Context: an optimization exercise on an open-source flow, tuned for small area, a short achievable clock period and few clock cycles per item. The choices shown serve that exercise and are no tape-out recipe.
The RTL was checked by simulation tests, not by an equivalence proof against the original design.
Power and IR drop assume default switching activity.

### run.sh
#!/bin/bash
# synth_recipe.tcl (not shown) runs the flow's synth.tcl, then flattens the netlist and writes it again
# the make line also repeats each setting of config.mk as NAME=value (left out here)
make -C /OpenROAD-flow-scripts/flow DESIGN_CONFIG=/design/flow/config.mk WORK_HOME=/design/flow/orfs CLKGATE_MAP_FILE= SYNTH_SCRIPT=/design/flow/synth_recipe.tcl finish
### config.mk
export PLATFORM = sky130hd
export DESIGN_NAME = lce_loop
export DESIGN_NICKNAME = lce_loop
export VERILOG_FILES = /design/flow/design.v
export SDC_FILE = /design/flow/constraint.sdc
export NUM_CORES = 4
export LEC_CHECK = 0
export CAP_MARGIN = 20
export CORE_MARGIN = 2
export CORE_UTILIZATION = 40
export SLEW_MARGIN = 20
### constraint.sdc
create_clock -name core_clock -period 38.0 [get_ports {clk}]
set_input_delay 7.6000 -clock core_clock [delete_from_list [all_inputs] [get_ports {clk}]]
set_output_delay 7.6000 -clock core_clock [all_outputs]
set_load 0.01 [all_outputs]
### design.v
module lce_loop (
    input  wire         clk,
    input  wire         rst,
    input  wire         start,
    input  wire         reinit,
    input  wire         load,
    input  wire [31:0]  load_val,
    input  wire [31:0]  y_in,
    input  wire [31:0]  sp_in,
    input  wire         sp_scaled,
    input  wire [31:0]  sp_gain,
    input  wire [4:0]   sp_shift,
    input  wire [31:0]  sp_offset,
    input  wire         ff_en,
    input  wire [31:0]  ff_x,
    input  wire [31:0]  ff_x0,
    input  wire [4:0]   ff_xs,
    input  wire [543:0] ff_y,
    input  wire [31:0]  kp,
    input  wire [31:0]  ki,
    input  wire [31:0]  kd,
    input  wire [31:0]  kf,
    input  wire [4:0]   sh_p,
    input  wire [4:0]   sh_i,
    input  wire [4:0]   sh_d,
    input  wire [4:0]   sh_f,
    input  wire         den,
    input  wire [31:0]  out_min,
    input  wire [31:0]  out_max,
    input  wire [31:0]  slew,
    input  wire [31:0]  i_min,
    input  wire [31:0]  i_max,
    output reg          done,
    output wire [31:0]  u_out,
    output wire [31:0]  i_out,
    output wire [31:0]  e_out,
    output wire [31:0]  sp_out,
    output wire         isat,
    output wire         osat,
    output wire         rsat
);
    localparam [2:0] OP_NONE = 3'd0,
                     OP_SP   = 3'd1,
                     OP_P    = 3'd2,
                     OP_RAW  = 3'd3,
                     OP_FF   = 3'd4,
                     OP_DF   = 3'd5,
                     OP_DI   = 3'd6;
    function [31:0] sat34;
        input [33:0] v;
        begin
            if (v[33] == 1'b0 && v[32:31] != 2'b00)
                sat34 = 32'h7FFF_FFFF;
            else if (v[33] == 1'b1 && v[32:31] != 2'b11)
                sat34 = 32'h8000_0000;
            else
                sat34 = v[31:0];
        end
    endfunction
    function [33:0] sx;
        input [31:0] v;
        begin
            sx = {{2{v[31]}}, v};
        end
    endfunction
    function lt34;
        input [33:0] a;
        input [33:0] b;
        begin
            lt34 = $signed(a) < $signed(b);
        end
    endfunction
    function [29:0] benc;
        input [19:0] d;
        reg   [20:0] x;
        reg   [2:0]  g;
        integer      k;
        begin
            x = {d, 1'b0};
            for (k = 0; k < 10; k = k + 1) begin
                g = x[2*k +: 3];
                benc[k]      = g[0] ^ g[1];
                benc[10 + k] = (g == 3'b011) || (g == 3'b100);
                benc[20 + k] = g[2] & ~(g[1] & g[0]);
            end
        end
    endfunction
    function fits20;
        input [32:0] b;
        begin
            fits20 = (b[32:19] == {14{b[19]}});
        end
    endfunction
    function [19:0] dig0;
        input [32:0] b;
        begin
            dig0 = fits20(b) ? b[19:0] : {{6{b[32]}}, b[32:19]};
        end
    endfunction
    reg         busy;
    reg  [3:0]  cnt;
    reg         f_sc, f_fe, f_de, f_ri;    
    reg  [31:0] u_r, i_r, e_r, sp_r, d_r, ep_r;
    reg         isat_r, osat_r, rsat_r;
    reg  [32:0] ma;         
    reg  [29:0] mbe;        
    reg  [18:0] mlo;        
    reg         mbw;        
    reg  [4:0]  msh;
    reg  [2:0]  mop;
    reg         mv;         
    reg         pass;       
    reg  [44:0] r1;         
    reg  [63:0] rp;         
    reg  [4:0]  rsh;        
    reg  [2:0]  xop;        
    reg  [31:0] t_off;      
    reg  [31:0] t_y;        
    reg  [33:0] t_offy;     
    reg  [32:0] t_x;        
    reg  [4:0]  xs_r;
    reg  [33:0] t_lo;       
    reg  [33:0] t_hi;       
    reg  [31:0] omn, omx, imn, imx;
    reg  [31:0] ylo;        
    reg  [32:0] yhi;        
    reg  [25:0] fr;         
    reg  [31:0] p_r;        
    reg  [31:0] s_r;        
    reg         dfix;       
    reg         r_min, r_max;
    assign u_out  = u_r;
    assign i_out  = i_r;
    assign e_out  = e_r;
    assign sp_out = sp_r;
    assign isat   = isat_r;
    assign osat   = osat_r;
    assign rsat   = rsat_r;
    reg [2:0] ld_op;
    reg [3:0] c_s, c_ire, c_fin;
    always @(*) begin
        ld_op = OP_NONE;
        c_ire = 4'd15;
        case ({f_sc, f_ri, f_de, f_fe})
            4'b0011: begin
                case (cnt) 4'd1: ld_op = OP_RAW; 4'd2: ld_op = OP_FF; 4'd3: ld_op = OP_DF;
                           4'd4: ld_op = OP_P;   4'd5: ld_op = OP_DI; default: ; endcase
                c_s = 4'd6; c_fin = 4'd7;
            end
            4'b0010: begin
                case (cnt) 4'd1: ld_op = OP_RAW; 4'd2: ld_op = OP_P; 4'd3: ld_op = OP_DF;
                           4'd4: ld_op = OP_DI; default: ; endcase
                c_s = 4'd5; c_fin = 4'd6;
            end
            4'b0001: begin
                case (cnt) 4'd1: ld_op = OP_P; 4'd2: ld_op = OP_FF; 4'd3: ld_op = OP_DI;
                           default: ; endcase
                c_s = 4'd4; c_fin = 4'd5;
            end
            4'b0000: begin
                case (cnt) 4'd1: ld_op = OP_P; 4'd2: ld_op = OP_DI; default: ; endcase
                c_s = 4'd3; c_fin = 4'd4;
            end
            4'b0101, 4'b0111: begin
                case (cnt) 4'd1: ld_op = OP_P; 4'd2: ld_op = OP_FF; 4'd3: ld_op = OP_DI;
                           default: ; endcase
                c_ire = 4'd5; c_s = 4'd6; c_fin = 4'd7;
            end
            4'b0100, 4'b0110: begin
                case (cnt) 4'd1: ld_op = OP_P; 4'd2: ld_op = OP_DI; default: ; endcase
                c_ire = 4'd4; c_s = 4'd5; c_fin = 4'd6;
            end
            4'b1011: begin
                case (cnt) 4'd2: ld_op = OP_FF; 4'd3: ld_op = OP_RAW; 4'd4: ld_op = OP_P;
                           4'd5: ld_op = OP_DF; 4'd6: ld_op = OP_DI; default: ; endcase
                c_s = 4'd7; c_fin = 4'd8;
            end
            4'b1010: begin
                case (cnt) 4'd2: ld_op = OP_P; 4'd3: ld_op = OP_RAW; 4'd5: ld_op = OP_DF;
                           4'd6: ld_op = OP_DI; default: ; endcase
                c_s = 4'd7; c_fin = 4'd8;
            end
            4'b1001: begin
                case (cnt) 4'd2: ld_op = OP_FF; 4'd3: ld_op = OP_P; 4'd4: ld_op = OP_DI;
                           default: ; endcase
                c_s = 4'd5; c_fin = 4'd6;
            end
            4'b1000: begin
                case (cnt) 4'd2: ld_op = OP_P; 4'd3: ld_op = OP_DI; default: ; endcase
                c_s = 4'd4; c_fin = 4'd5;
            end
            4'b1101, 4'b1111: begin
                case (cnt) 4'd2: ld_op = OP_FF; 4'd3: ld_op = OP_P; 4'd4: ld_op = OP_DI;
                           default: ; endcase
                c_ire = 4'd6; c_s = 4'd7; c_fin = 4'd8;
            end
            default: begin  
                case (cnt) 4'd2: ld_op = OP_P; 4'd3: ld_op = OP_DI; default: ; endcase
                c_ire = 4'd5; c_s = 4'd6; c_fin = 4'd7;
            end
        endcase
    end
    wire stall   = mv && mbw && !pass;
    wire adv     = busy && !stall;
    wire s_now   = adv && (cnt == c_s);
    wire ire_now = adv && (cnt == c_ire);
    wire fin_now = adv && (cnt == c_fin);
    wire [63:0] m_acc = pass ? {r1, 19'd0} : 64'd0;
    reg  [63:0] m_sum;
    reg  [34:0] b_x;
    reg  [63:0] b_negs;
    integer     bi;
    localparam [63:0] B_K = 64'hFFEA_AAAC_0000_0000;  
    always @(*) begin
        b_negs = 64'd0;
        m_sum  = m_acc + B_K;
        for (bi = 0; bi < 10; bi = bi + 1) begin
            b_x   = mbe[bi] ? {{2{ma[32]}}, ma} : mbe[10 + bi] ? {ma[32], ma, 1'b0} : 35'd0;
            b_x   = b_x ^ {35{mbe[20 + bi]}};
            b_negs[2*bi] = mbe[20 + bi];
            m_sum = m_sum + ({29'd0, ~b_x[34], b_x[33:0]} << (2*bi));
        end
        m_sum = m_sum + b_negs;
    end
    reg  [31:0] x_thr;      
    integer     ti;
    always @(*) begin
        for (ti = 0; ti < 32; ti = ti + 1)
            x_thr[ti] = (ti >= rsh);
    end
    wire [63:0] x_sh  = $signed(rp) >>> rsh;
    wire [31:0] x_ovm = rp[62:31] ^ {32{rp[63]}};
    wire        x_ov  = |(x_ovm & x_thr);
    wire [31:0] x_q   = !x_ov ? x_sh[31:0] : (rp[63] ? 32'h8000_0000 : 32'h7FFF_FFFF);
    wire [33:0] x_qw  = x_sh[33:0];
    wire        x_sp   = (xop == OP_SP);
    wire [33:0] spo_s  = sx(x_q) + sx(t_off);
    wire [33:0] spy_s  = sx(x_q) + t_offy;
    wire        spo_hi = !spo_s[33] && spo_s[32:31] != 2'b00;
    wire        spo_lo =  spo_s[33] && spo_s[32:31] != 2'b11;
    wire [31:0] e_max  = t_y[31] ? 32'h7FFF_FFFF : {1'b0, ~t_y[30:0]};    
    wire [31:0] e_min  = sat34(34'h3_8000_0000 - sx(t_y));                 
    wire [31:0] e_scl  = spo_hi ? e_max : spo_lo ? e_min : sat34(spy_s);
    wire [31:0] e_uns  = sat34({ma[32], ma} - sx(t_y));
    wire [31:0] sp_val = x_sp ? sat34(spo_s) : ma[31:0];
    wire [31:0] e_val  = x_sp ? e_scl : e_uns;
    wire        e_now  = x_sp || (cnt == 4'd1 && !f_sc);
    wire [31:0] e_cur  = e_now ? e_val : e_r;
    wire [31:0] de_val = sat34(sx(e_cur) - sx(ep_r));
    wire [31:0] rd_val = sat34(sx(x_q) - sx(d_r));
    wire [33:0] dn_s   = sx(d_r) + sx(x_q);
    wire [31:0] dn_val = sat34(dn_s);
    wire [32:0] t_sh   = t_x >> xs_r;
    wire        t_neg  = t_x[32];
    wire        t_top  = |t_sh[32:4];
    wire [4:0]  t_i    = t_neg ? 5'd0 : t_top ? 5'd16 : {1'b0, t_sh[3:0]};
    wire [25:0] t_f    = (t_neg || t_top) ? 26'd0 : (t_x[25:0] & ~(26'h3FF_FFFF << xs_r));
    wire [4:0]  t_i1   = (t_i == 5'd16) ? 5'd16 : t_i + 5'd1;
    wire [31:0] t_y0   = ff_y[t_i * 32 +: 32];
    wire [31:0] t_y1   = ff_y[t_i1 * 32 +: 32];
    wire [32:0] dy_val = yhi - {ylo[31], ylo};
    wire [33:0] s_w    = (xop == OP_FF) ? x_qw :
                         (xop == OP_P || xop == OP_DF) ? sx(x_q) : 34'd0;
    wire [31:0] s_p    = (xop == OP_P) ? 32'd0 : p_r;
    wire [35:0] s_sum  = {{4{ylo[31]}}, ylo} + {{2{s_w[33]}}, s_w} + {{4{s_p[31]}}, s_p} +
                         {{4{i_r[31]}}, i_r} + {{4{d_r[31]}}, d_r};
    wire [31:0] s_val  = ($signed(s_sum) > 36'sh0_7FFF_FFFF) ? 32'h7FFF_FFFF :
                         ($signed(s_sum) < -36'sh0_8000_0000) ? 32'h8000_0000 : s_sum[31:0];
    wire        dn_ov  = (dn_s[33:31] != 3'b000) && (dn_s[33:31] != 3'b111);
    wire [33:0] ri_sum = sx(u_r) - sx(ylo) - sx(p_r);
    wire [31:0] ri_val = lt34(ri_sum, sx(imn)) ? imn :
                         lt34(sx(imx), ri_sum) ? imx : ri_sum[31:0];
    wire        o_ltmin = lt34(sx(s_r), sx(omn));
    wire        o_gtmax = lt34(sx(omx), sx(s_r));
    wire        o_eqmin = (s_r == omn);
    wire        o_eqmax = (s_r == omx);
    wire        o_eqlim = (omn == omx);
    wire        o_ltl   = lt34(sx(s_r), t_lo);
    wire        o_gth   = lt34(t_hi, sx(s_r));
    wire        di_pos  = !x_q[31] && (x_q != 32'd0);
    wire        di_neg  = x_q[31];
    wire        i_hold  = ((o_gtmax || o_eqmax || o_eqlim) && di_pos) ||
                          ((o_ltmin || o_eqmin || o_eqlim) && di_neg);
    wire [33:0] in_sum  = sx(i_r) + sx(x_q);
    wire [34:0] in_dlo  = {i_r[31], sx(i_r)} + {x_q[31], sx(x_q)} - {imn[31], sx(imn)};
    wire [34:0] in_dhi  = {imx[31], sx(imx)} - {i_r[31], sx(i_r)} - {x_q[31], sx(x_q)};
    wire        in_lo   = in_dlo[34];
    wire        in_hi   = in_dhi[34];
    wire [31:0] in_val  = in_lo ? imn : in_hi ? imx : in_sum[31:0];
    wire        mn_gt_hi = lt34(t_hi, sx(omn));
    wire        mn_lt_lo = lt34(sx(omn), t_lo);
    wire        mx_lt_lo = lt34(sx(omx), t_lo);
    wire        mx_gt_hi = lt34(t_hi, sx(omx));
    wire [31:0] b_lo   = mn_gt_hi ? t_hi[31:0] : mn_lt_lo ? t_lo[31:0] : omn;
    wire [31:0] b_hi   = mx_lt_lo ? t_lo[31:0] : mx_gt_hi ? t_hi[31:0] : omx;
    reg  [32:0] nx_a, nx_b;
    reg  [4:0]  nx_sh;
    always @(*) begin
        case (ld_op)
            OP_P:    begin nx_a = {e_cur[31], e_cur};   nx_b = {kp[31], kp}; nx_sh = sh_p;  end
            OP_RAW:  begin nx_a = {de_val[31], de_val}; nx_b = {kd[31], kd}; nx_sh = sh_d;  end
            OP_FF:   begin nx_a = (cnt == 4'd2) ? dy_val : yhi;
                           nx_b = {7'd0, fr};                                nx_sh = xs_r;  end
            OP_DF:   begin nx_a = {rd_val[31], rd_val}; nx_b = {kf[31], kf}; nx_sh = sh_f;  end
            default: begin nx_a = {e_cur[31], e_cur};   nx_b = {ki[31], ki}; nx_sh = sh_i;  end
        endcase
    end
    wire [32:0] sg_b = {sp_gain[31], sp_gain};
    always @(posedge clk) begin
        if (rst) begin
            busy   <= 1'b0;
            cnt    <= 4'd0;
            done   <= 1'b0;
            mv     <= 1'b0;
            pass   <= 1'b0;
            dfix   <= 1'b0;
            xop    <= OP_NONE;
            u_r    <= 32'd0;
            i_r    <= 32'd0;
            e_r    <= 32'd0;
            sp_r   <= 32'd0;
            d_r    <= 32'd0;
            ep_r   <= 32'd0;
            isat_r <= 1'b0;
            osat_r <= 1'b0;
            rsat_r <= 1'b0;
        end else begin
            done <= 1'b0;
            if (!busy) begin
                ma     <= {sp_in[31], sp_in};
                mbe    <= benc(dig0(sg_b));
                mlo    <= sg_b[18:0];
                mbw    <= !fits20(sg_b);
                msh    <= sp_shift;
                mop    <= OP_SP;
                t_off  <= sp_offset;
                t_y    <= y_in;
                t_offy <= sx(sp_offset) - sx(y_in);
                t_x    <= {ff_x[31], ff_x} - {ff_x0[31], ff_x0};
                xs_r   <= ff_xs;
                t_lo   <= sx(u_r) - sx(slew);
                t_hi   <= sx(u_r) + sx(slew);
                omn    <= out_min;
                omx    <= out_max;
                imn    <= i_min;
                imx    <= i_max;
                f_sc   <= sp_scaled;
                f_fe   <= ff_en;
                f_de   <= den && !reinit;
                f_ri   <= reinit;
                xop    <= OP_NONE;
                pass   <= 1'b0;
                dfix   <= 1'b0;
                if (start) begin
                    busy <= 1'b1;
                    cnt  <= 4'd1;
                    mv   <= sp_scaled;
                end else if (load) begin
                    u_r <= load_val;
                end
            end else if (stall) begin
                r1   <= m_sum[44:0];
                mbe  <= benc({1'b0, mlo});
                pass <= 1'b1;
            end else begin
                cnt  <= cnt + 4'd1;
                pass <= 1'b0;
                if (mv) begin
                    rp  <= m_sum;
                    rsh <= msh;
                    xop <= mop;
                end else begin
                    xop <= OP_NONE;
                end
                mv <= (ld_op != OP_NONE);
                if (ld_op != OP_NONE) begin
                    ma  <= nx_a;
                    mbe <= benc(dig0(nx_b));
                    mlo <= nx_b[18:0];
                    mbw <= !fits20(nx_b);
                    msh <= nx_sh;
                    mop <= ld_op;
                end
                if (cnt == 4'd1) begin
                    ylo   <= f_fe ? t_y0 : 32'd0;
                    yhi   <= f_fe ? {t_y1[31], t_y1} : 33'd0;
                    fr    <= t_f;
                    t_lo  <= sx(b_lo);
                    t_hi  <= sx(b_hi);
                    r_min <= mn_lt_lo || mn_gt_hi;
                    r_max <= mx_lt_lo || mx_gt_hi;
                    if (!f_de)
                        d_r <= 32'd0;
                end
                if (cnt == 4'd2)
                    yhi <= dy_val;
                if (e_now) begin
                    sp_r <= sp_val;
                    e_r  <= e_val;
                end
                case (xop)
                    OP_FF:  ylo <= ylo + x_qw[31:0];
                    OP_P:   p_r <= x_q;
                    OP_DF:  d_r <= dn_val;
                    default: ;
                endcase
                if (ire_now) begin
                    i_r <= ri_val;
                    d_r <= 32'd0;
                end
                if (s_now) begin
                    s_r  <= s_val;
                    dfix <= (xop == OP_DF) && dn_ov;
                end
                if (fin_now) begin
                    if (dfix) begin
                        s_r  <= s_val;
                        dfix <= 1'b0;
                        cnt  <= cnt;
                    end else begin
                        u_r    <= o_ltl ? t_lo[31:0] : o_gth ? t_hi[31:0] : s_r;
                        osat_r <= o_ltmin || o_gtmax;
                        rsat_r <= o_ltmin ? r_min : o_gtmax ? r_max : (o_ltl || o_gth);
                        if (i_hold) begin
                            isat_r <= 1'b0;
                        end else begin
                            i_r    <= in_val;
                            isat_r <= in_lo || in_hi;
                        end
                        ep_r <= e_r;
                        done <= 1'b1;
                        busy <= 1'b0;
                        cnt  <= 4'd0;
                        mv   <= 1'b0;
                    end
                end
            end
        end
    end
endmodule
==> flow_metrics.env, run 1 <==
export IMPL_vdd_drop_max_mv=0.622
export IMPL_insertion_delay_ps=850
export IMPL_synth_most_common_cell="nand2_1"
export IMPL_synth_top_cell_area_share=0.183
export IMPL_die_height_um=537
export IMPL_cts_max_level=3
export IMPL_relSlewSlack=0.141
export IMPL_die_area_um2=289000
export IMPL_io_buffer_count=1225
export IMPL_cp_top_family="compound AO/OA/AOI/OAI gates"
export IMPL_fin_skew_ps=69.0
export IMPL_run_status="complete, no violations"
export IMPL_wl_per_cell_um=33.2
export IMPL_fmaxAchievable_mhz=75.0
export IMPL_crit_top_cell="buf_4"
export IMPL_initial_core_util=0.403
export IMPL_tightest_slew_ps=1290
export IMPL_worst_setup_path_end_kind="flop"
export IMPL_post_cts_buffers=0
export IMPL_slowest_delay_ps=960
export IMPL_synth_top_cell_by_area="edfxtp_1"
export IMPL_tns_ps=0
export IMPL_muxShareOfSynthArea=0.0709
export IMPL_pin_count=1226
export IMPL_antenna_found_initial=190
export IMPL_first_pass_iters=9
export IMPL_clockBufferDepth=3
export IMPL_drc=0
export IMPL_ant_nets=0
export IMPL_setup_ws_ps=24670
export IMPL_syn_avg_cell_area_um2=8.58
export IMPL_core_rowCount=195
export IMPL_fillerInstances=28000
export IMPL_drive_gt1_frac=0.0698
export IMPL_power_leakage_nw=55.9
export IMPL_clkSlewWorstSetupHoldPaths_ps=70
export IMPL_cts_buffers_inserted=112
export IMPL_fin_nets=16900
export IMPL_cts_root_buf="clkbuf_16"
export IMPL_synthCells=13300
export IMPL_path_class="reg -> reg"
export IMPL_postLayoutCoreUtil=0.477
export IMPL_drt_wl_total_um=601000
export IMPL_total_power_mw=14.5
export IMPL_grt_max_degree=100
export IMPL_grt_pass1_wl_um=830000
export IMPL_worst_path_max_delay_cell="o31ai_1"
export IMPL_ys_ff_latch=902
export IMPL_synth_top_family_by_area="compound AO/OA/AOI/OAI gates"
export IMPL_cp_max_fo=61
export IMPL_fp_coreArea_um2=283000
export IMPL_cp_arrival_ps=13960
export IMPL_gp_congestion=1.05
export IMPL_synthTopCellsByArea="edfxtp_1, ha_1, fa_1, a21oi_1, nand2_1"
export IMPL_die_w_um=537
export IMPL_grt_usage=0.405
export IMPL_ys_top_cells_by_count="nand2_1, inv_1, ha_1, a21oi_1, nor2_1"
export IMPL_grt_pass1_vias=107000
export IMPL_yosys_warnings=1
export IMPL_gr_total_overflow=0
export IMPL_finalNonFillerCells=18100
export IMPL_synth_compound_area_share=0.219
export IMPL_critical_path_startpoint_type="flop"
export IMPL_powerDensity_nw_per_um2=107
export IMPL_yosysSeqAreaShare=0.220
export IMPL_finalHoldViolCount=0
export IMPL_pre_cts_slack_ps=24960
export IMPL_maxCapViolCount=0
export IMPL_drtIter0Drc=13400
export IMPL_yosys_area_share_simple=0.140
export IMPL_synth_fa_ha_area_frac=0.215
export IMPL_synth_edf_count=695
export IMPL_dp_hpwl_um=483000
export IMPL_required_ps=38630
export IMPL_synth_xor_area_share=0.0653
export IMPL_num_vias=113000
export IMPL_async_flop_share=0
export IMPL_clkSinkCount=902
export IMPL_synth_cell_type_count=105
export IMPL_area_growth_syn_to_layout_pct=18.5
export IMPL_finalSetupViolations=0
export IMPL_holdBufCountCts=0
export IMPL_dp_cells=17700
export IMPL_multi_input_area_um2=81600
export IMPL_cts_resized=0
export IMPL_syn_num_nets=16000
export IMPL_critPathBufInv=6
export IMPL_ff_latch_area_um2=25000
export IMPL_min_period_ps=13330
export IMPL_viasPerCell=6.24
export IMPL_synth_area_um2=114000
export IMPL_finalCritPeriodShare=0.351
export IMPL_drv_slew=0
export IMPL_cts_tree="done"
export IMPL_synth_top_flop_cell="edfxtp_1"
export IMPL_hold_path_class="reg -> reg"
export IMPL_grt_setup_unrepaired="false"
## path summary, 6_finish.rpt
check / from / to / slack (ps) / cells after the start
setup / recovery: rsh[0] / ma[12] / 24670 / 41
hold / removal: sp_r[19] / sp_r[19] / 450 / 2
setup reg to reg: rsh[0] / ma[12] / 24670 / 41
hold reg to reg: sp_r[19] / sp_r[19] / 450 / 2
## registers in the layout (all words and copies together), names as in the netlist, 33 cells and up
register  cells
ma           33
yhi          33
t_lo         33
t_x          33
t_offy       33
t_hi         33
r1           45
rp           64
## area by class of cell
type,count,share of cell area
diodes,128,0.00238
clock buffers,136,0.0216
clock inverters,78,0.00720
inverters,1276,0.0356
multi-input cells,10300,0.605
flip-flops and latches,902,0.186
well taps,3743,0.0347
repair buffers,1519,0.108
## placed cells by master, fill, tap and decap left out, drive strengths merged, types with 136 or more instances in the layout
master	netlist	layout
a211oi	162	162
a21o	303	303
a21oi	1003	1003
a22oi	293	293
a31oi	159	159
buf	139	295
clkbuf	630	136
clkdlybuf4s50	0	1224
dfxtp	207	207
edfxtp	695	695
fa	494	494
ha	1169	1169
inv	1271	1286
mux2i	218	218
mux4	214	214
nand2	1300	1300
nand2b	139	139
nand3	296	296
nor2	853	853
nor3	211	211
o21ai	736	736
xnor2	503	503
xor2	346	346
## worst reg2reg max path: cells and delay by family (launching register included)
family,cells,cell delay [ps]
compound gates,24,7270
simple gates,9,2360
buf+inv,6,2000
flops,1,860
fa+ha+maj,2,670
## metrics by stage
step           hold WS, ps  cell area (um^2)
3_3_place_gp           442            131000
3_5_place_dp           447            131000
2_1_floorplan          400            114000
6_report               454            135000
4_1_cts                456            134000
5_1_grt                473            135000
## kinds of logic (layout without fill, tap and decap cells)
group	Yosys count	count (layout)
AND/OR/NAND/NOR	3478	3478
other	0	128
multiplexers	524	524
buffers and inverters	2045	3009
flip-flops	902	902
AO/OA/AOI/OAI	3797	3797
adder cells (fa/ha/maj)	1663	1663
XOR/XNOR	849	849
## power breakdown
part / internal [mW] / leakage [nW] / switching, mW
logic: 3.80 / 45.8 / 7.35
registers: 2.00 / 8.24 / 0.141
clock network: 0.652 / 1.86 / 0.528
total: 6.45 / 55.9 / 8.02
## layer usage
layer,track usage,up-vias,share of wire
met1,0.477,54900,0.36
met5,0,-,0.00088
li1,-,49700,-
met4,0.308,40,0.089
met3,0.111,1682,0.10
met2,0.628,6556,0.44
Testbench counts, summed over its fixed seeds: cycles 90,195, items 12,000.
==> inputs of run 2 (changes only) <==
--- a/design.v
+++ b/design.v
@@ -92,8 +92,11 @@
         end
     endfunction
-    function [19:0] dig0;
+    function [29:0] benc0;
         input [32:0] b;
+        reg   [29:0] e_lo, e_hi;
         begin
-            dig0 = fits20(b) ? b[19:0] : {{6{b[32]}}, b[32:19]};
+            e_lo  = benc(b[19:0]);
+            e_hi  = benc({{6{b[32]}}, b[32:19]});
+            benc0 = fits20(b) ? e_lo : e_hi;
         end
     endfunction
@@ -117,9 +120,9 @@
     reg  [31:0] t_off;      
     reg  [31:0] t_y;        
-    reg  [33:0] t_offy;     
     reg  [32:0] t_x;        
     reg  [4:0]  xs_r;
-    reg  [33:0] t_lo;       
-    reg  [33:0] t_hi;       
+    reg  [31:0] t_sl;       
+    reg  [31:0] t_lo;       
+    reg  [31:0] t_hi;       
     reg  [31:0] omn, omx, imn, imx;
     reg  [31:0] ylo;        
@@ -233,8 +236,19 @@
     wire        x_ov  = |(x_ovm & x_thr);
     wire [31:0] x_q   = !x_ov ? x_sh[31:0] : (rp[63] ? 32'h8000_0000 : 32'h7FFF_FFFF);
-    wire [33:0] x_qw  = x_sh[33:0];
+    wire        x_ff  = (xop == OP_FF);
+    wire [33:0] x_t   = (x_ov && !x_ff) ? (rp[63] ? 34'h3_8000_0000 : 34'h0_7FFF_FFFF) : x_sh[33:0];
+    reg  [33:0] xa_b;
+    always @(*) begin
+        case (xop)
+            OP_SP:   xa_b = sx(t_off);
+            OP_RAW:  xa_b = ~sx(d_r);
+            OP_DF:   xa_b = sx(d_r);
+            default: xa_b = sx(ylo);
+        endcase
+    end
+    wire [33:0] xa_s  = x_t + xa_b + {33'd0, (xop == OP_RAW)};
     wire        x_sp   = (xop == OP_SP);
-    wire [33:0] spo_s  = sx(x_q) + sx(t_off);
-    wire [33:0] spy_s  = sx(x_q) + t_offy;
+    wire [33:0] spo_s  = xa_s;
+    wire [33:0] spy_s  = sx(x_q) + sx(t_off) - sx(t_y);
     wire        spo_hi = !spo_s[33] && spo_s[32:31] != 2'b00;
     wire        spo_lo =  spo_s[33] && spo_s[32:31] != 2'b11;
@@ -247,7 +261,8 @@
     wire        e_now  = x_sp || (cnt == 4'd1 && !f_sc);
     wire [31:0] e_cur  = e_now ? e_val : e_r;
-    wire [31:0] de_val = sat34(sx(e_cur) - sx(ep_r));
-    wire [31:0] rd_val = sat34(sx(x_q) - sx(d_r));
-    wire [33:0] dn_s   = sx(d_r) + sx(x_q);
+    wire [31:0] e_dsrc = (cnt == 4'd1 && !f_sc) ? e_uns : e_r;
+    wire [31:0] de_val = sat34(sx(e_dsrc) - sx(ep_r));
+    wire [31:0] rd_val = sat34(xa_s);
+    wire [33:0] dn_s   = xa_s;
     wire [31:0] dn_val = sat34(dn_s);
     wire [32:0] t_sh   = t_x >> xs_r;
@@ -260,6 +275,5 @@
     wire [31:0] t_y1   = ff_y[t_i1 * 32 +: 32];
     wire [32:0] dy_val = yhi - {ylo[31], ylo};
-    wire [33:0] s_w    = (xop == OP_FF) ? x_qw :
-                         (xop == OP_P || xop == OP_DF) ? sx(x_q) : 34'd0;
+    wire [33:0] s_w    = (xop == OP_FF || xop == OP_P || xop == OP_DF) ? x_t : 34'd0;
     wire [31:0] s_p    = (xop == OP_P) ? 32'd0 : p_r;
     wire [35:0] s_sum  = {{4{ylo[31]}}, ylo} + {{2{s_w[33]}}, s_w} + {{4{s_p[31]}}, s_p} +
@@ -276,6 +290,6 @@
     wire        o_eqmax = (s_r == omx);
     wire        o_eqlim = (omn == omx);
-    wire        o_ltl   = lt34(sx(s_r), t_lo);
-    wire        o_gth   = lt34(t_hi, sx(s_r));
+    wire        o_ltl   = lt34(sx(s_r), sx(t_lo));
+    wire        o_gth   = lt34(sx(t_hi), sx(s_r));
     wire        di_pos  = !x_q[31] && (x_q != 32'd0);
     wire        di_neg  = x_q[31];
@@ -288,10 +302,12 @@
     wire        in_hi   = in_dhi[34];
     wire [31:0] in_val  = in_lo ? imn : in_hi ? imx : in_sum[31:0];
-    wire        mn_gt_hi = lt34(t_hi, sx(omn));
-    wire        mn_lt_lo = lt34(sx(omn), t_lo);
-    wire        mx_lt_lo = lt34(sx(omx), t_lo);
-    wire        mx_gt_hi = lt34(t_hi, sx(omx));
-    wire [31:0] b_lo   = mn_gt_hi ? t_hi[31:0] : mn_lt_lo ? t_lo[31:0] : omn;
-    wire [31:0] b_hi   = mx_lt_lo ? t_lo[31:0] : mx_gt_hi ? t_hi[31:0] : omx;
+    wire [33:0] lo2    = sx(u_r) - sx(t_sl);
+    wire [33:0] hi2    = sx(u_r) + sx(t_sl);
+    wire        mn_gt_hi = lt34(hi2, sx(omn));
+    wire        mn_lt_lo = lt34(sx(omn), lo2);
+    wire        mx_lt_lo = lt34(sx(omx), lo2);
+    wire        mx_gt_hi = lt34(hi2, sx(omx));
+    wire [31:0] b_lo   = mn_gt_hi ? hi2[31:0] : mn_lt_lo ? lo2[31:0] : omn;
+    wire [31:0] b_hi   = mx_lt_lo ? lo2[31:0] : mx_gt_hi ? hi2[31:0] : omx;
     reg  [32:0] nx_a, nx_b;
     reg  [4:0]  nx_sh;
@@ -308,4 +324,23 @@
     wire [32:0] sg_b = {sp_gain[31], sp_gain};
     always @(posedge clk) begin
+        t_off  <= sp_offset;
+        t_y    <= y_in;
+        t_x    <= {ff_x[31], ff_x} - {ff_x0[31], ff_x0};
+        xs_r   <= ff_xs;
+        t_sl   <= slew;
+        omn    <= out_min;
+        omx    <= out_max;
+        imn    <= i_min;
+        imx    <= i_max;
+        f_sc   <= sp_scaled;
+        f_fe   <= ff_en;
+        f_de   <= den && !reinit;
+        f_ri   <= reinit;
+        t_lo   <= b_lo;
+        t_hi   <= b_hi;
+        r_min  <= mn_lt_lo || mn_gt_hi;
+        r_max  <= mx_lt_lo || mx_gt_hi;
+    end
+    always @(posedge clk) begin
         if (rst) begin
             busy   <= 1'b0;
@@ -329,24 +364,9 @@
             if (!busy) begin
                 ma     <= {sp_in[31], sp_in};
-                mbe    <= benc(dig0(sg_b));
+                mbe    <= benc0(sg_b);
                 mlo    <= sg_b[18:0];
                 mbw    <= !fits20(sg_b);
                 msh    <= sp_shift;
                 mop    <= OP_SP;
-                t_off  <= sp_offset;
-                t_y    <= y_in;
-                t_offy <= sx(sp_offset) - sx(y_in);
-                t_x    <= {ff_x[31], ff_x} - {ff_x0[31], ff_x0};
-                xs_r   <= ff_xs;
-                t_lo   <= sx(u_r) - sx(slew);
-                t_hi   <= sx(u_r) + sx(slew);
-                omn    <= out_min;
-                omx    <= out_max;
-                imn    <= i_min;
-                imx    <= i_max;
-                f_sc   <= sp_scaled;
-                f_fe   <= ff_en;
-                f_de   <= den && !reinit;
-                f_ri   <= reinit;
                 xop    <= OP_NONE;
                 pass   <= 1'b0;
@@ -376,5 +396,5 @@
                 if (ld_op != OP_NONE) begin
                     ma  <= nx_a;
-                    mbe <= benc(dig0(nx_b));
+                    mbe <= benc0(nx_b);
                     mlo <= nx_b[18:0];
                     mbw <= !fits20(nx_b);
@@ -386,8 +406,4 @@
                     yhi   <= f_fe ? {t_y1[31], t_y1} : 33'd0;
                     fr    <= t_f;
-                    t_lo  <= sx(b_lo);
-                    t_hi  <= sx(b_hi);
-                    r_min <= mn_lt_lo || mn_gt_hi;
-                    r_max <= mx_lt_lo || mx_gt_hi;
                     if (!f_de)
                         d_r <= 32'd0;
@@ -400,5 +416,5 @@
                 end
                 case (xop)
-                    OP_FF:  ylo <= ylo + x_qw[31:0];
+                    OP_FF:  ylo <= xa_s[31:0];
                     OP_P:   p_r <= x_q;
                     OP_DF:  d_r <= dn_val;
==> flow_metrics.env, run 2 <==
export IMPL_run_status="complete, no violations"
export IMPL_clkSlewWorstSetupHoldPaths_ps=70
export IMPL_drv_slew=0
export IMPL_io_buffer_count=1225
export IMPL_required_ps=38580
export IMPL_dp_cells=16600
export IMPL_first_pass_iters=7
export IMPL_cts_tree="done"
export IMPL_fin_skew_ps=101
export IMPL_insertion_delay_ps=850
export IMPL_die_w_um=518
export IMPL_synth_compound_area_share=0.226
export IMPL_top_register="rp"
export IMPL_ant_nets=0
export IMPL_drc=0
export IMPL_synth_top_cell_area_share=0.126
export IMPL_drtIter0Drc=12300
export IMPL_placed_area_um2=121000
export IMPL_grt_pass1_vias=101000
export IMPL_tns_ps=0
export IMPL_slowest_delay_ps=970
export IMPL_area_growth_syn_to_layout_pct=18.8
export IMPL_holdBufCountCts=0
export IMPL_async_flop_share=0
export IMPL_initial_core_util=0.402
export IMPL_grt_setup_unrepaired="false"
export IMPL_synthTopCellsByArea="ha_1, edfxtp_1, dfxtp_1, fa_1, a21oi_1"
export IMPL_r2r_start="rsh[0]"
export IMPL_yosysSeqAreaShare=0.205
export IMPL_fp_coreArea_um2=262000
export IMPL_synth_top_family_by_area="compound AO/OA/AOI/OAI gates"
export IMPL_worst_path_max_delay_cell="edfxtp_1"
export IMPL_yosys_area_share_simple=0.124
export IMPL_grt_max_degree=100
export IMPL_setup_ws_ps=26890
export IMPL_power_leakage_nw=52.7
export IMPL_layout_common_cells="inv_1, clkdlybuf4s50_1, nand2_1"
export IMPL_vdd_drop_max_mv=0.424
export IMPL_critical_path_startpoint_type="flop"
export IMPL_clockBufferDepth=3
export IMPL_gr_total_overflow=0
export IMPL_wl_per_cell_um=33.7
export IMPL_synth_cell_type_count=114
export IMPL_synth_edf_count=360
export IMPL_syn_num_nets=15100
export IMPL_min_period_ps=11110
export IMPL_core_rowCount=188
export IMPL_worstReg2RegEnd="s_r[0]"
export IMPL_drive_gt1_frac=0.0635
export IMPL_dp_hpwl_um=469000
export IMPL_largest_reg_flops=64
export IMPL_fin_nets=15900
export IMPL_worstHoldStart="ep_r[17]"
export IMPL_synth_area_um2=106000
export IMPL_clkSinkCount=899
export IMPL_tightest_slew_ps=1310
export IMPL_cp_max_fo=59
export IMPL_gp_congestion=1.06
export IMPL_cp_arrival_ps=11690
export IMPL_worst_r2r_setup_slack_ps=26890
export IMPL_hold_path_class="reg -> reg"
export IMPL_cts_max_level=3
export IMPL_viasPerCell=6.20
export IMPL_fin_area_um2=125000
export IMPL_finalHoldViolCount=0
export IMPL_worstHoldPathCells=2
export IMPL_grt_pass1_wl_um=786000
export IMPL_synth_fa_ha_area_frac=0.225
export IMPL_cts_resized=0
export IMPL_worst_setup_path_end_kind="flop"
export IMPL_finalCritPeriodShare=0.292
export IMPL_finalSetupViolations=0
export IMPL_die_height_um=518
export IMPL_drt_wl_total_um=570000
export IMPL_cts_root_buf="clkbuf_16"
export IMPL_die_area_um2=268000
export IMPL_num_vias=105000
export IMPL_synth_top_cell_by_area="ha_1"
export IMPL_reg2regPathDepth=30
export IMPL_powerDensity_nw_per_um2=93.8
export IMPL_cts_buffers_inserted=111
export IMPL_layout_cells_most_common="inv_1"
export IMPL_fillerInstances=25100
export IMPL_finalNonFillerCells=16900
export IMPL_path_class="reg -> reg"
export IMPL_min_to="ep_r[17]"
export IMPL_fmaxAchievable_mhz=90.0
export IMPL_synth_xor_area_share=0.0656
export IMPL_top_regs="rp (64), r1 (45)"
export IMPL_pin_count=1226
export IMPL_antenna_found_initial=114
export IMPL_pre_cts_slack_ps=26320
export IMPL_muxShareOfSynthArea=0.0816
export IMPL_synthCells=12400
export IMPL_maxCapViolCount=0
export IMPL_ys_ff_latch=899
export IMPL_yosys_warnings=1
export IMPL_synth_top_flop_cell="dfxtp_1"
export IMPL_synth_most_common_cell="inv_1"
export IMPL_post_cts_buffers=0
export IMPL_syn_avg_cell_area_um2=8.53
export IMPL_crit_top_cell="a21oi_1"
export IMPL_relSlewSlack=0.120
export IMPL_ys_top_cells_by_count="inv_1, nand2_1, ha_1, a21oi_1, nor2_1"
export IMPL_total_power_mw=11.8
export IMPL_grt_usage=0.409
run 2: routing by layer:
metal | wire length (um) | vias up | share of wire | track usage
met5 | 143 | - | 0.00025 | 0
met4 | 46100 | 20 | 0.081 | 0.288
met3 | 47600 | 1267 | 0.084 | 0.0750
met2 | 257000 | 5970 | 0.45 | 0.646
met1 | 219000 | 51600 | 0.38 | 0.502
li1 | - | 46000 | - | -
run 2: worst max-delay path: cells and delay by family (launching register included):
| family | cells | cell delay, ps |
|---|---|---|
| AOI/OAI and AO/OA | 14 | 5320 |
| adders and majority gates | 4 | 1420 |
| buffers and inverters | 5 | 1150 |
| DFF | 1 | 970 |
| muxes | 3 | 1110 |
| and+or+nand+nor | 4 | 880 |
run 2: power by group:
part / leakage, nW / internal [mW] / switching (mW) / total, mW
sequential: 7.85 / 1.80 / 0.149 / 1.95
clock: 1.85 / 0.634 / 0.519 / 1.15
combinational: 43.0 / 3.22 / 5.43 / 8.65
run 2: final cells by class:
cell class                      instances  area [um^2]  share of cell area
Antenna cell                           90          225             0.00180
Clock buffer                          134         2990              0.0238
Clock inverter                         77          860             0.00686
Inverter                             1242         4660              0.0372
Multi-Input combinational cell       9506        76700               0.612
Sequential cell                       899        21600               0.172
Tap cell                             3515         4400              0.0351
Timing Repair Buffer                 1447        14000               0.111
run 2: kinds of logic after synthesis:
group,Yosys count
compound gates,3640
flops,899
buf+inv,1968
simple gates,2872
mux,621
xor+xnor,789
fa+ha+maj,1584
run 2: metrics by stage:
| step | hold WS [ps] | util |
|---|---|---|
| finish | 455 | 0.478 |
| global route | 479 | 0.478 |
| CTS | 456 | 0.477 |
| detailed placement | 447 | 0.462 |
| floorplan | 400 | - |
| global placement | 441 | 0.462 |
run 2: worst max path at each step:
| stage | depth (start not counted) | endpoint | startpoint |
|---|---|---|---|
| finish | 30 | s_r[0] | rsh[0] |
| global route | 30 | s_r[0] | rsh[0] |
| CTS | 17 | t_x[29] | ff_x0[1] |
| detailed placement | 17 | t_x[29] | ff_x0[1] |
| global placement | 17 | t_x[29] | ff_x0[1] |
| floorplan | 5 | yhi[0] | rst |
Testbench counts of run 2, summed over its fixed seeds: cycles 90,195, items 12,000.
==> inputs of run 3 (changes only) <==
==> flow/run.sh (new file) <==
#!/bin/bash
# The standard layout, with plain buf_1 cells (instead of the default delay
# buffers) as the port buffers that buffer_ports inserts on every port.
set -euo pipefail
cd "$(dirname "$0")/.."
bash standard.sh "BUFFER_PORTS_ARGS=-buffer_cell sky130_fd_sc_hd__buf_1" finish > standard.log 2>&1
==> standard.sh (new file) <==
#!/bin/bash
# synth_recipe.tcl (not shown) runs the flow's synth.tcl, then flattens the netlist and writes it again
# the make line also repeats each setting of config.mk as NAME=value (left out here)
make -C /OpenROAD-flow-scripts/flow DESIGN_CONFIG=/design/flow/config.mk WORK_HOME=/design/flow/orfs CLKGATE_MAP_FILE= SYNTH_SCRIPT=/design/flow/synth_recipe.tcl "${@:-finish}"
removed: run.sh
==> flow_metrics.env, run 3 <==
export IMPL_ff_latch_area_um2=21600
export IMPL_crit_start="ff_x0[1]"
export IMPL_antenna_found_initial=191
export IMPL_holdBufCountCts=0
export IMPL_fin_nets=15900
export IMPL_grt_pass1_wl_um=733000
export IMPL_area_growth_syn_to_layout_pct=11.7
export IMPL_synth_area_um2=106000
export IMPL_ys_ff_latch=899
export IMPL_fin_skew_ps=78.4
export IMPL_ys_top_cells_by_count="inv_1, nand2_1, ha_1, a21oi_1, nor2_1"
export IMPL_min_period_ps=10570
export IMPL_finalSetupViolations=0
export IMPL_r2r_start="rsh[1]"
export IMPL_first_pass_iters=9
export IMPL_maxCapViolCount=0
export IMPL_cts_buffers_inserted=109
export IMPL_worst_path_max_delay_cell="a2111oi_0"
export IMPL_syn_num_nets=15100
export IMPL_hold_path_class="reg -> reg"
export IMPL_required_ps=38730
export IMPL_drive_gt1_frac=0.0624
export IMPL_synth_top_cell_by_area="ha_1"
export IMPL_initial_core_util=0.402
export IMPL_grt_setup_unrepaired="false"
export IMPL_die_w_um=518
export IMPL_io_buffer_count=1225
export IMPL_viasPerCell=6.07
export IMPL_multi_input_area_um2=76600
export IMPL_fillerInstances=26700
export IMPL_drc=0
export IMPL_setup_ws_ps=27430
export IMPL_synth_top_cell_area_share=0.126
export IMPL_synth_cell_type_count=114
export IMPL_vdd_drop_max_mv=0.532
export IMPL_slowest_delay_ps=480
export IMPL_layout_cells_most_common="inv_1"
export IMPL_clkSinkCount=899
export IMPL_critPathBufInv=2
export IMPL_finalCritPeriodShare=0.278
export IMPL_top_register="rp"
export IMPL_worst_setup_path_end_kind="flop"
export IMPL_die_area_um2=268000
export IMPL_synthCells=12400
export IMPL_fp_coreArea_um2=262000
export IMPL_tightest_slew_ps=1340
export IMPL_critical_path_startpoint_type="primary input"
export IMPL_fmaxAchievable_mhz=94.6
export IMPL_wl_per_cell_um=31.0
export IMPL_relSlewSlack=0.0982
export IMPL_top_regs="rp (64), r1 (45)"
export IMPL_post_cts_buffers=0
export IMPL_insertion_delay_ps=820
export IMPL_path_class="in -> reg"
export IMPL_clkSlewWorstSetupHoldPaths_ps=60
export IMPL_dp_hpwl_um=433000
export IMPL_pin_count=1226
export IMPL_tns_ps=0
export IMPL_die_height_um=518
export IMPL_gp_congestion=1.06
export IMPL_worstHoldStart="sp_r[3]"
export IMPL_core_rowCount=188
export IMPL_async_flop_share=0
export IMPL_finalHoldViolCount=0
export IMPL_yosysSeqAreaShare=0.205
export IMPL_yosys_warnings=1
export IMPL_largest_reg_flops=64
export IMPL_gr_total_overflow=0
export IMPL_synthTopCellsByArea="ha_1, edfxtp_1, dfxtp_1, fa_1, a21oi_1"
export IMPL_run_status="complete, no violations"
export IMPL_cts_max_level=3
export IMPL_grt_pass1_vias=98100
export IMPL_dp_cells=16600
export IMPL_ant_nets=0
export IMPL_grt_max_degree=132
export IMPL_path_cells="buf_1 > inv_1 > ha_1 > nor2b_1 > o21ai_0 > a21boi_0 > o311ai_0 > nand2_1 > o21ai_0 > a311oi_1 > o211ai_1 > a21oi_1 > a2111oi_0 > a21oi_1 > a21o_1 > a21oi_1 > xnor2_1"
export IMPL_cp_max_fo=4
export IMPL_syn_avg_cell_area_um2=8.53
export IMPL_clockBufferDepth=3
export IMPL_worst_r2r_setup_slack_ps=27510
export IMPL_synth_most_common_cell="inv_1"
export IMPL_drv_slew=0
export IMPL_drtIter0Drc=12100
export IMPL_cp_top_family="compound AO/OA/AOI/OAI gates"
export IMPL_total_power_mw=11.7
export IMPL_cts_root_buf="clkbuf_16"
export IMPL_synth_edf_count=360
export IMPL_num_vias=103000
export IMPL_power_leakage_nw=49.4
export IMPL_cp_arrival_ps=11300
export IMPL_synth_top_flop_cell="dfxtp_1"
export IMPL_cts_tree="done"
export IMPL_layout_common_cells="inv_1, buf_1, nand2_1"
export IMPL_cts_resized=0
export IMPL_crit_top_cell="a21oi_1"
export IMPL_finalNonFillerCells=17000
export IMPL_powerDensity_nw_per_um2=99.0
export IMPL_pre_cts_slack_ps=26660
export IMPL_grt_usage=0.377
export IMPL_drt_wl_total_um=527000
[run 3: cell counts after synthesis]
Identical to the previous run, type by type.
[run 3: path summary, 6_finish.rpt]
| check | to | depth (start not counted) |
|---|---|---|
| max reg2reg | s_r[1] | 30 |
| min reg2reg | sp_r[3] | 2 |
| min | sp_r[3] | 2 |
| max | t_x[29] | 17 |
[run 3: cell families (layout without fill, tap and decap cells)]
group,count (synthesis),in the layout,share of synthesized area
AOI/OAI and AO/OA,3640,3640,0.226
and+or+nand+nor,2872,2872,0.124
buffers and inverters,1968,2889,0.0731
adders and majority gates,1584,1584,0.225
DFF,899,899,0.205
xor gates and xnor gates,789,789,0.0656
muxes,621,621,0.0816
other,0,162,0
[run 3: layout make-up]
class	count	share of cell area
Antenna cell	162	0.00344
Inverter	1242	0.0396
Clock inverter	72	0.00665
Multi-Input combinational cell	9506	0.650
Timing Repair Buffer	1441	0.0532
Tap cell	3515	0.0373
Sequential cell	899	0.183
Clock buffer	134	0.0260
[run 3: worst reg2reg max path: cells and delay by family (launching register included)]
family                   cells  cell delay (ps)
AO/OA/AOI/OAI               13             4440
AND/OR/NAND/NOR              9             2990
adder cells (fa/ha/maj)      3             1400
flip-flops                   1              360
buffers and inverters        4             1070
XOR/XNOR                     1              180
[run 3: where the power goes]
group / switching [mW] / internal (mW) / leakage [nW]
registers: 0.140 / 1.80 / 7.85
clock network: 0.504 / 0.638 / 1.89
logic: 5.45 / 3.13 / 39.7
[run 3: metal layers]
metal	wire length [um]	part of all wire	GRT usage
met1	198000	0.38	0.456
met2	229000	0.43	0.575
met3	48000	0.091	0.0765
met4	52300	0.099	0.322
met5	97	0.00018	0
[run 3: through the flow]
stage          utilization  hold slack, ps  cell area, um^2
5_1_grt              0.449             464           118000
2_1_floorplan            -             400           106000
3_5_place_dp         0.433             444           114000
3_3_place_gp         0.433             440           113000
4_1_cts              0.447             451           117000
6_report             0.449             450           118000
==> inputs of run 4 (changes only) <==
--- a/config.mk
+++ b/config.mk
@@ -8,4 +8,4 @@
 export CAP_MARGIN = 20
 export CORE_MARGIN = 2
-export CORE_UTILIZATION = 40
+export CORE_UTILIZATION = 52
 export SLEW_MARGIN = 20
==> flow_metrics.env, run 4 <==
export IMPL_syn_avg_cell_area_um2=8.53
export IMPL_synth_cell_type_count=114
export IMPL_post_cts_buffers=0
export IMPL_fin_skew_ps=100
export IMPL_drtIter0Drc=16500
export IMPL_worst_setup_path_end_kind="flop"
export IMPL_layout_cells_most_common="inv_1"
export IMPL_finalCritPeriodShare=0.292
export IMPL_run_status="complete, no violations"
export IMPL_initial_core_util=0.523
export IMPL_synthTopCellsByArea="ha_1, edfxtp_1, dfxtp_1, fa_1, a21oi_1"
export IMPL_antenna_found_initial=173
export IMPL_grt_pass1_vias=101000
export IMPL_tns_ps=0
export IMPL_syn_num_nets=15100
export IMPL_power_leakage_nw=49.3
export IMPL_first_pass_iters=10
export IMPL_required_ps=38700
export IMPL_die_w_um=454
export IMPL_cp_depth=29
export IMPL_core_rowCount=165
export IMPL_fillerInstances=18400
export IMPL_cts_tree="done"
export IMPL_worstHoldStart="ep_r[27]"
export IMPL_synth_top_flop_cell="dfxtp_1"
export IMPL_gp_congestion=1.17
export IMPL_dp_hpwl_um=437000
export IMPL_grt_setup_unrepaired="false"
export IMPL_synth_edf_count=360
export IMPL_ys_ff_latch=899
export IMPL_area_growth_syn_to_layout_pct=10.5
export IMPL_viasPerCell=6.77
export IMPL_clockBufferDepth=3
export IMPL_finalSetupViolations=0
export IMPL_synth_area_um2=106000
export IMPL_cts_resized=0
export IMPL_drc=0
export IMPL_cts_max_level=3
export IMPL_die_height_um=454
export IMPL_synth_most_common_cell="inv_1"
export IMPL_worst_path_max_delay_cell="o21ai_0"
export IMPL_cts_root_buf="clkbuf_16"
export IMPL_drive_gt1_frac=0.0617
export IMPL_hold_path_class="reg -> reg"
export IMPL_relSlewSlack=0.0918
export IMPL_slowest_delay_ps=1020
export IMPL_clkSlewWorstSetupHoldPaths_ps=60
export IMPL_cp_top_family="compound AO/OA/AOI/OAI gates"
export IMPL_critPathBufInv=4
export IMPL_min_period_ps=11110
export IMPL_pin_count=1226
export IMPL_insertion_delay_ps=850
export IMPL_fin_area_um2=117000
export IMPL_synth_top_cell_by_area="ha_1"
export IMPL_io_buffer_count=1225
export IMPL_ant_nets=0
export IMPL_die_area_um2=207000
export IMPL_layout_common_cells="inv_1, buf_1, nand2_1"
export IMPL_drv_slew=0
export IMPL_placed_area_um2=112000
export IMPL_grt_max_degree=98
export IMPL_grt_usage=0.501
export IMPL_worstHoldPathCells=2
export IMPL_fin_nets=15900
export IMPL_synth_top_cell_area_share=0.126
export IMPL_reg2regPathDepth=29
export IMPL_vdd_drop_max_mv=0.484
export IMPL_tightest_slew_ps=1360
export IMPL_yosys_warnings=1
export IMPL_ys_top_cells_by_count="inv_1, nand2_1, ha_1, a21oi_1, nor2_1"
export IMPL_postLayoutCoreUtil=0.578
export IMPL_maxCapViolCount=0
export IMPL_drt_wl_total_um=539000
export IMPL_finalHoldViolCount=0
export IMPL_top_register="rp"
export IMPL_gr_total_overflow=0
export IMPL_fp_coreArea_um2=202000
export IMPL_cp_max_fo=62
export IMPL_crit_start="rsh[3]"
export IMPL_powerDensity_nw_per_um2=98.3
export IMPL_cts_buffers_inserted=108
export IMPL_top_regs="rp (64), r1 (45)"
export IMPL_path_class="reg -> reg"
export IMPL_cp_arrival_ps=11810
export IMPL_yosysSeqAreaShare=0.205
export IMPL_largest_reg_flops=64
export IMPL_r2r_start="rsh[3]"
export IMPL_holdBufCountCts=0
export IMPL_synthCells=12400
export IMPL_async_flop_share=0
export IMPL_clkSinkCount=899
export IMPL_fmaxAchievable_mhz=90.0
export IMPL_critical_path_startpoint_type="flop"
export IMPL_wl_per_cell_um=33.5
export IMPL_grt_pass1_wl_um=743000
export IMPL_num_vias=109000
run 4: cell types whose count changed in the layout (fill, tap and decap cells not counted), moves of 3 or more:
cell / change
o21ai_2: +3
buf_8: +6
diode_2: -32
bufinv_16: +3
clkbuf_16: -7
clkbuf_1: +3
buf_4: -10
clkinv_2: -5
run 4: stage by stage:
step | cells | setup WS, ps | total power, mW | hold slack, ps
floorplan | 12400 | 26170 | 7.55 | 400
global placement | 15700 | 26740 | 9.88 | 443
detailed placement | 15700 | 26840 | 10.1 | 447
CTS | 16000 | 27210 | 11.3 | 456
global route | 16000 | 26370 | 12.2 | 474
finish | 16100 | 26890 | 11.5 | 455
run 4: tightest hold or removal path, stage by stage (launching register included):
cell	delay (ps)
dfxtp_1	310
nand2_1	50
a21oi_1	50
run 4: per-layer routing:
metal	wire, um	track usage	vias to the layer above
met3	75800	0.189	2031
met1	194000	0.615	52400
met2	215000	0.698	8454
met4	53500	0.403	48
met5	406	0.00373	-
li1	-	-	46000
run 4: kinds of logic after synthesis:
logic type	synth area share
AOI/OAI and AO/OA	0.226
and+or+nand+nor	0.124
buffers and inverters	0.0731
adders and majority gates	0.225
DFF	0.205
xor gates and xnor gates	0.0656
muxes	0.0816
run 4: area by class of cell:
| class | count | area (um^2) | share of cell area |
|---|---|---|---|
| inverters | 1242 | 4660 | 0.0400 |
| multi-input cells | 9506 | 76600 | 0.657 |
| repair buffers | 1435 | 6260 | 0.0536 |
| diodes | 130 | 325 | 0.00279 |
| flip-flops and latches | 899 | 21600 | 0.185 |
| clock buffers | 132 | 2930 | 0.0251 |
| clock inverters | 71 | 883 | 0.00757 |
| well taps | 2672 | 3340 | 0.0287 |
run 4: worst paths after layout:
check	end	slack (ps)
min	ep_r[27]	450
max reg2reg	s_r[1]	26890
max	s_r[1]	26890
min reg2reg	ep_r[27]	450
run 4: report_power, final:
| group | leakage, nW | switching [mW] | internal (mW) | total [mW] |
|---|---|---|---|---|
| Clock | 1.84 | 0.507 | 0.634 | 1.14 |
| Sequential | 7.85 | 0.157 | 1.80 | 1.96 |
| Combinational | 39.7 | 5.26 | 3.11 | 8.37 |
==> inputs of run 5 (changes only) <==
--- a/design.v
+++ b/design.v
@@ -116,5 +116,5 @@
     reg  [44:0] r1;         
     reg  [63:0] rp;         
-    reg  [4:0]  rsh;        
+    reg  [3:0]  rsh;        
     reg  [2:0]  xop;        
     reg  [31:0] t_off;      
@@ -230,5 +230,5 @@
     always @(*) begin
         for (ti = 0; ti < 32; ti = ti + 1)
-            x_thr[ti] = (ti >= rsh);
+            x_thr[ti] = (ti >= {1'b0, rsh});
     end
     wire [63:0] x_sh  = $signed(rp) >>> rsh;
@@ -277,6 +277,19 @@
     wire [33:0] s_w    = (xop == OP_FF || xop == OP_P || xop == OP_DF) ? x_t : 34'd0;
     wire [31:0] s_p    = (xop == OP_P) ? 32'd0 : p_r;
-    wire [35:0] s_sum  = {{4{ylo[31]}}, ylo} + {{2{s_w[33]}}, s_w} + {{4{s_p[31]}}, s_p} +
-                         {{4{i_r[31]}}, i_r} + {{4{d_r[31]}}, d_r};
+    wire [35:0] s_t1   = {{4{ylo[31]}}, ylo};
+    wire [35:0] s_t2   = {{4{s_p[31]}}, s_p};
+    wire [35:0] s_t3   = {{4{i_r[31]}}, i_r};
+    wire [35:0] s_t4   = {{4{d_r[31]}}, d_r};
+    wire [35:0] s_a1   = s_t1 ^ s_t2 ^ s_t3;
+    wire [35:0] s_b1   = {(s_t1[34:0] & s_t2[34:0]) | (s_t1[34:0] & s_t3[34:0]) |
+                          (s_t2[34:0] & s_t3[34:0]), 1'b0};
+    wire [35:0] s_c1   = s_a1 ^ s_b1 ^ s_t4;
+    wire [35:0] s_c2   = {(s_a1[34:0] & s_b1[34:0]) | (s_a1[34:0] & s_t4[34:0]) |
+                          (s_b1[34:0] & s_t4[34:0]), 1'b0};
+    wire [35:0] s_t5   = {{2{s_w[33]}}, s_w};
+    wire [35:0] s_d1   = s_c1 ^ s_c2 ^ s_t5;
+    wire [35:0] s_d2   = {(s_c1[34:0] & s_c2[34:0]) | (s_c1[34:0] & s_t5[34:0]) |
+                          (s_c2[34:0] & s_t5[34:0]), 1'b0};
+    wire [35:0] s_sum  = s_d1 + s_d2;
     wire [31:0] s_val  = ($signed(s_sum) > 36'sh0_7FFF_FFFF) ? 32'h7FFF_FFFF :
                          ($signed(s_sum) < -36'sh0_8000_0000) ? 32'h8000_0000 : s_sum[31:0];
@@ -323,8 +336,12 @@
     end
     wire [32:0] sg_b = {sp_gain[31], sp_gain};
+    wire [17:0] tx_lo  = {1'b0, ff_x[16:0]} - {1'b0, ff_x0[16:0]};
+    wire [15:0] tx_h0  = {ff_x[31], ff_x[31:17]} - {ff_x0[31], ff_x0[31:17]};
+    wire [15:0] tx_h1  = tx_h0 - 16'd1;
+    wire [32:0] tx_val = {tx_lo[17] ? tx_h1 : tx_h0, tx_lo[16:0]};
     always @(posedge clk) begin
         t_off  <= sp_offset;
         t_y    <= y_in;
-        t_x    <= {ff_x[31], ff_x} - {ff_x0[31], ff_x0};
+        t_x    <= tx_val;
         xs_r   <= ff_xs;
         t_sl   <= slew;
@@ -387,6 +404,6 @@
                 pass <= 1'b0;
                 if (mv) begin
-                    rp  <= m_sum;
-                    rsh <= msh;
+                    rp  <= msh[4] ? {{16{m_sum[63]}}, m_sum[63:16]} : m_sum;
+                    rsh <= msh[3:0];
                     xop <= mop;
                 end else begin
--- a/config.mk
+++ b/config.mk
@@ -8,4 +8,4 @@
 export CAP_MARGIN = 20
 export CORE_MARGIN = 2
-export CORE_UTILIZATION = 52
+export CORE_UTILIZATION = 40
 export SLEW_MARGIN = 20
==> flow_metrics.env, run 5 <==
export IMPL_ys_top_cells_by_count="nand2_1, inv_1, ha_1, a21oi_1, nor2_1"
export IMPL_ant_nets=0
export IMPL_relSlewSlack=0.104
export IMPL_finalNonFillerCells=17300
export IMPL_io_buffer_count=1225
export IMPL_tightest_slew_ps=1330
export IMPL_top_regs="rp (64), r1 (45)"
export IMPL_die_height_um=516
export IMPL_num_vias=104000
export IMPL_cts_root_buf="clkbuf_16"
export IMPL_synth_edf_count=359
export IMPL_layout_cells_most_common="nand2_1"
export IMPL_syn_avg_cell_area_um2=8.30
export IMPL_required_ps=38740
export IMPL_finalSetupViolations=0
export IMPL_synth_most_common_cell="nand2_1"
export IMPL_viasPerCell=6.03
export IMPL_synth_top_cell_area_share=0.126
export IMPL_dp_cells=16900
export IMPL_fillerInstances=26900
export IMPL_finalHoldViolCount=0
export IMPL_fin_nets=16200
export IMPL_layout_common_cells="nand2_1, inv_1, buf_1"
export IMPL_reg2regPathDepth=36
export IMPL_worstHoldPathCells=2
export IMPL_synthCells=12700
export IMPL_grt_pass1_vias=96600
export IMPL_holdBufCountCts=0
export IMPL_insertion_delay_ps=830
export IMPL_first_pass_iters=11
export IMPL_post_cts_buffers=0
export IMPL_cp_max_fo=7
export IMPL_finalCritPeriodShare=0.295
export IMPL_fmaxAchievable_mhz=89.1
export IMPL_cp_arrival_ps=11960
export IMPL_total_power_mw=13.0
export IMPL_async_flop_share=0
export IMPL_wl_per_cell_um=30.1
export IMPL_synthTopCellsByArea="ha_1, dfxtp_1, edfxtp_1, fa_1, nand2_1"
export IMPL_die_w_um=516
export IMPL_area_growth_syn_to_layout_pct=12.3
export IMPL_drtIter0Drc=12600
export IMPL_worst_path_max_delay_cell="or4_1"
export IMPL_postLayoutCoreUtil=0.451
export IMPL_critical_path_startpoint_type="primary input"
export IMPL_cts_buffers_inserted=112
export IMPL_synth_top_cell_by_area="ha_1"
export IMPL_cts_resized=0
export IMPL_vdd_drop_max_mv=0.509
export IMPL_gp_congestion=1.08
export IMPL_hold_path_class="reg -> reg"
export IMPL_min_period_ps=11230
export IMPL_initial_core_util=0.401
export IMPL_core_rowCount=188
export IMPL_clockBufferDepth=3
export IMPL_clkSlewWorstSetupHoldPaths_ps=60
export IMPL_slowest_delay_ps=700
export IMPL_ys_ff_latch=898
export IMPL_powerDensity_nw_per_um2=111
export IMPL_cts_max_level=3
export IMPL_yosysSeqAreaShare=0.205
export IMPL_fin_skew_ps=85.5
export IMPL_clkSinkCount=898
export IMPL_synth_top_flop_cell="dfxtp_1"
export IMPL_grt_setup_unrepaired="false"
export IMPL_top_register="rp"
export IMPL_drive_gt1_frac=0.0665
export IMPL_fp_coreArea_um2=262000
export IMPL_run_status="complete, no violations"
export IMPL_yosys_warnings=1
export IMPL_drc=0
export IMPL_largest_reg_flops=64
export IMPL_path_cells="buf_1 > inv_1 > ha_1 > nor2b_1 > o21ai_0 > a21boi_0 > o21ai_0 > a21boi_0 > o21ai_0 > a21boi_0 > o21ai_0 > a21boi_0 > o21ai_0 > a21boi_0 > o2111ai_1 > a31oi_1 > or4_1 > nor4_1 > xor2_1"
export IMPL_grt_pass1_wl_um=721000
export IMPL_maxCapViolCount=0
export IMPL_grt_usage=0.376
export IMPL_synth_cell_type_count=106
export IMPL_synth_area_um2=105000
export IMPL_path_class="in -> reg"
export IMPL_syn_num_nets=15300
export IMPL_pin_count=1226
export IMPL_drt_wl_total_um=520000
export IMPL_grt_max_degree=154
export IMPL_drv_slew=0
export IMPL_die_area_um2=267000
export IMPL_worst_setup_path_end_kind="flop"
export IMPL_dp_hpwl_um=422000
export IMPL_cts_tree="done"
export IMPL_power_leakage_nw=50.0
export IMPL_antenna_found_initial=168
export IMPL_gr_total_overflow=0
export IMPL_tns_ps=0
-- run 5: changes by cell type after synthesis, moves of 105 or more --
cell,delta
nand2_1,+521
nand3_1,+221
a221oi_1,-145
mux2i_1,-138
a21oi_1,-131
nor2_1,-105
-- run 5: final cells by class --
type | instances | area (um^2) | share of cell area
Multi-Input combinational cell | 9759 | 76300 | 0.647
Inverter | 1255 | 4720 | 0.0401
Antenna cell | 167 | 418 | 0.00355
Clock inverter | 60 | 748 | 0.00635
Sequential cell | 898 | 21600 | 0.183
Clock buffer | 149 | 3260 | 0.0276
Tap cell | 3515 | 4400 | 0.0373
Timing Repair Buffer | 1465 | 6450 | 0.0548
-- run 5: kinds of logic (layout without fill, tap and decap cells) --
group           count (synthesis)  in the layout  share of synthesized area
fa+ha+maj                    1581           1581                      0.226
other cells                     0            167                          0
buf+inv                      1994           2929                     0.0720
xor+xnor                      758            758                     0.0632
mux                           488            488                     0.0696
simple gates                 3607           3607                      0.156
flops                         898            898                      0.205
compound gates               3325           3325                      0.208
-- run 5: critical path, delay by kind of cell --
family	cells	cell delay (ps)
xor+xnor	1	160
simple gates	3	1120
fa+ha+maj	1	260
buf+inv	2	200
compound gates	12	2630
-- run 5: power by group --
group	switching, mW	leakage, nW	internal [mW]
Sequential	0.123	7.85	1.75
Combinational	6.36	40.2	3.61
Clock	0.501	1.97	0.682
Total	6.98	50.0	6.04
-- run 5: path summary, 6_finish.rpt --
| path | from | endpoint | slack, ps |
|---|---|---|---|
| setup / recovery | ff_x0[1] | t_x[32] | 26770 |
| hold / removal | sp_r[8] | sp_r[8] | 450 |
| setup reg to reg | ma[0] | ma[19] | 26900 |
| hold reg to reg | sp_r[8] | sp_r[8] | 450 |
-- run 5: stage by stage --
step,hold slack (ps),worst slack (ps),cell area [um^2]
6_report,451,26770,118000
5_1_grt,470,26000,118000
4_1_cts,454,26760,117000
3_5_place_dp,446,25940,113000
3_3_place_gp,442,25910,113000
2_1_floorplan,400,26730,105000
-- run 5: layer usage --
metal  vias to the layer above  GRT usage  share of wire
li1                      46500          -              -
met1                     50300      0.458           0.38
met2                      5917      0.564           0.43
met3                      1328     0.0786          0.093
met4                        20      0.327           0.10
met5                         -          0        0.00026
Testbench counts of run 5, summed over its fixed seeds: cycles 90,195, items 12,000.

[port drivers added, routing unchanged]
The results above use ideal ports. As a check the final layouts listed here were re-extracted and re-timed, cells and wires unchanged. Step 1, drivers: a clkbuf_16 drives clk and a buf_2 each remaining input, both assumed. Step 2 times the ports against the registers' clock, not the clock port: input delays grow and output delays shrink by t, the midpoint of the rising clock arrivals with the driver on. Three values: ideal ports, drivers, drivers and shift; two values: the first two.
run | t, ns | setup slack, ns | worst setup path after step 2 | clock arrival spread, ns | cell pins on the clock port's net
run 1 | 0.930 | 24.673 / 24.673 / 24.673 | register to register | 0.069 / 0.070 | 1
run 2 | 0.891 | 26.894 / 26.894 / 26.334 | input to register | 0.102 / 0.102 | 1
run 3 | 0.871 | 27.430 / 27.497 / 26.626 | input to register | 0.084 / 0.083 | 1
run 4 | 0.909 | 26.894 / 26.894 / 26.622 | input to register | 0.100 / 0.100 | 1
run 5 | 0.875 | 26.773 / 26.833 / 25.958 | input to register | 0.085 / 0.085 | 1
After both steps setup and hold are still met in every run listed. For run 5, which loses most, drivers alone change the setup slack by +0.060 ns; drivers and shift together by -0.815 ns.
